Source: an optimization exercise on an open RTL-to-GDS flow (aim: small area, a short achievable clock period and few clock cycles). Production flows keep margins and buffers that such runs may drop. Function was checked by simulation only, so behaviour that the tests miss may differ from the original. Power and IR drop assume default switching activity.

Design fondant_enc, start of the top module:
module fondant_enc (
    input  wire        clk,
    input  wire        rst,
    input  wire        cfg_commit,
    input  wire [2:0]  cfg_mode,
    input  wire [4:0]  cfg_k,
    input  wire [4:0]  cfg_kmin,
    input  wire [4:0]  cfg_kmax,
    input  wire [11:0] cfg_target,
    input  wire        start,
    output wire        start_ready,
    input  wire [4:0]  s_depth,
    input  wire [1:0]  s_plane,
    input  wire [3:0]  s_rows_m1,
    input  wire [5:0]  s_cols_m1,
    input  wire        pix_valid,
    output wire        pix_ready,
    input  wire [15:0] pix_data,
    output reg         word_valid,
    output reg  [31:0] word_data,
    output reg         done,
    output wire [63:0] done_hdr,
    output wire [15:0] done_code
);
    function lt21;
        input [20:0] a;
        input [20:0] b;
        integer k;
        reg r;
        begin
            r = 1'b0;
            for (k = 0; k < 21; k = k + 1)
                r = (~a[k] & b[k]) | ((~a[k] | b[k]) & r);
            lt21 = r;
        end
    endfunction
    reg               bud_r;     
    reg        [4:0]  kq;        
    reg        [4:0]  kmin_r;    
    reg        [4:0]  kmax_r;
    reg        [11:0] tgt_r;
    reg signed [19:0] bal;       
    reg        [9:0]  bfrac;     
    reg               cmt1;      
    reg        sr;               
    reg        busy;             
    assign start_ready = sr;
    assign pix_ready   = 1'b1;
    wire       st_x = start & sr;
    wire       fin1, fin2;
    wire       sr_nx = ~st_x & (sr | (fin1 & ~bud_r) | fin2);
    wire       bneg  = bal[19];
    wire       b_lt4 = bneg & ~lt21({2'b00, ~bal[18:0]}, {7'd0, tgt_r, 2'b00});
    wire       b_lt1 = bneg & ~lt21({2'b00, ~bal[18:0]}, {9'd0, tgt_r});
  ...
Size in the first run: roughly 1500 flip-flops, roughly 180 I/O pins, roughly 66000 µm² of cells after synthesis.
export LEC_CHECK = 0
export ABC_AREA = 1
export CAP_MARGIN = 20
export CORE_MARGIN = 2
export CORE_UTILIZATION = 65
export PLACE_DENSITY = 0.8
export SLEW_MARGIN = 20
create_clock -name core_clock -period 36.0 [get_ports {clk}]
standard.sh (not shown) runs the stock make flow with config.mk's settings and CLKGATE_MAP_FILE= SYNTH_SCRIPT=/design/flow/synth_recipe.tcl, a recipe that flattens the netlist after the stock synthesis.
==> flow/flow/run.sh <==
#!/bin/bash
# Standard ORFS layout (the standard.sh) with three changes, all passed
# as ORFS variables:
#  - ports buffered with buf_2 instead of the default delay buffer
#  - clock tree: larger sink clusters, no dummy loads
#  - timing repair asked to leave 27.6 ns of setup slack (the SDC is unchanged)
export BUFFER_PORTS_ARGS="-buffer_cell sky130_fd_sc_hd__buf_2"
export CTS_ARGS="-sink_clustering_enable -repair_clock_nets -dont_use_dummy_load -sink_clustering_size 24 -sink_clustering_max_diameter 80"
export SETUP_SLACK_MARGIN=27.6
bash standard.sh > standard.log 2>&1
Testbench counts at the start, summed over its fixed seeds: cycles 330,448.
Edit:
--- a/flow/flow/run.sh
+++ b/flow/flow/run.sh
@@ -2,2 +2,3 @@
-# Standard ORFS layout (the standard.sh) with three changes, all passed
-# as ORFS variables:
+# Standard ORFS layout (the standard.sh, same synthesis script and
+# registers) with these changes, all passed as ORFS variables:
+#  - synthesis: no separate full/half-adder mapping (ABC maps the adders)
@@ -6,0 +8 @@
+export ADDER_MAP_FILE=
Final cell count increases by 4.7%.
Synthesized area decreases by about 1.3%.
Cell area came out lower by about 2%.
Power came out lower by 11%.
Global-route usage went up by 0.31 points.
Clock skew hardly moves.
Sequential share of layout area is higher by 1.1 points.
Core utilization shrinks by 0.23 points.
Non-clock buffer count falls by 15.
Worst setup slack is worse by 0.018 ns.
Edit:
--- a/flow/flow/run.sh
+++ b/flow/flow/run.sh
@@ -2,3 +2,2 @@
-# Standard ORFS layout (the standard.sh, same synthesis script and
-# registers) with these changes, all passed as ORFS variables:
-#  - synthesis: no separate full/half-adder mapping (ABC maps the adders)
+# Standard ORFS layout (the standard.sh) with three changes, all passed
+# as ORFS variables:
@@ -8 +6,0 @@
-export ADDER_MAP_FILE=
- ABC_AREA: 1 -> not set
- CORE_UTILIZATION: 65 -> 40
- PLACE_DENSITY: 0.8 -> 0.6
What happened: Design area increases by 6.7%. Worst setup slack is worse by 0.073 ns. Power increases by 0.99%. Register-to-register slack is worse by 1.2 ns. Routed wire length increases by 5.8%. Maximum frequency decreases by 0.86%. Global-route usage decreases by 11 points. Clock skew increases by 0.042 ns. Sequential share of layout area decreases by 3.7 points.

==> separate check: timing with driven ports <==
The results above use ideal ports. As a check the final layouts listed here were re-extracted and re-timed, cells and wires unchanged.
Step 1 assumes that a clkbuf_16 drives the clock port and a buf_2 every other input.
Step 2 also shifts input and output timing later by t, the mid clock arrival at the registers, as if the neighbouring blocks saw the same clock.
Three values: no drivers, after step 1, after step 2; two values: the first two.
| run | shift t [ns] | slack for setup (ns) | clock arrival spread, ns |
|---|---|---|---|
| the first run | 0.720 | 27.641 / 27.562 / 27.544 | 0.085 / 0.085 |
| the second run | 0.717 | 27.623 / 27.550 / 27.478 | 0.091 / 0.091 |
| the third run | 0.795 | 27.551 / 27.460 / 27.311 | 0.137 / 0.137 |
After both steps every run listed still meets setup and hold. For the third run, which loses most, drivers alone change the setup slack by -0.091 ns; drivers and shift together by -0.240 ns.
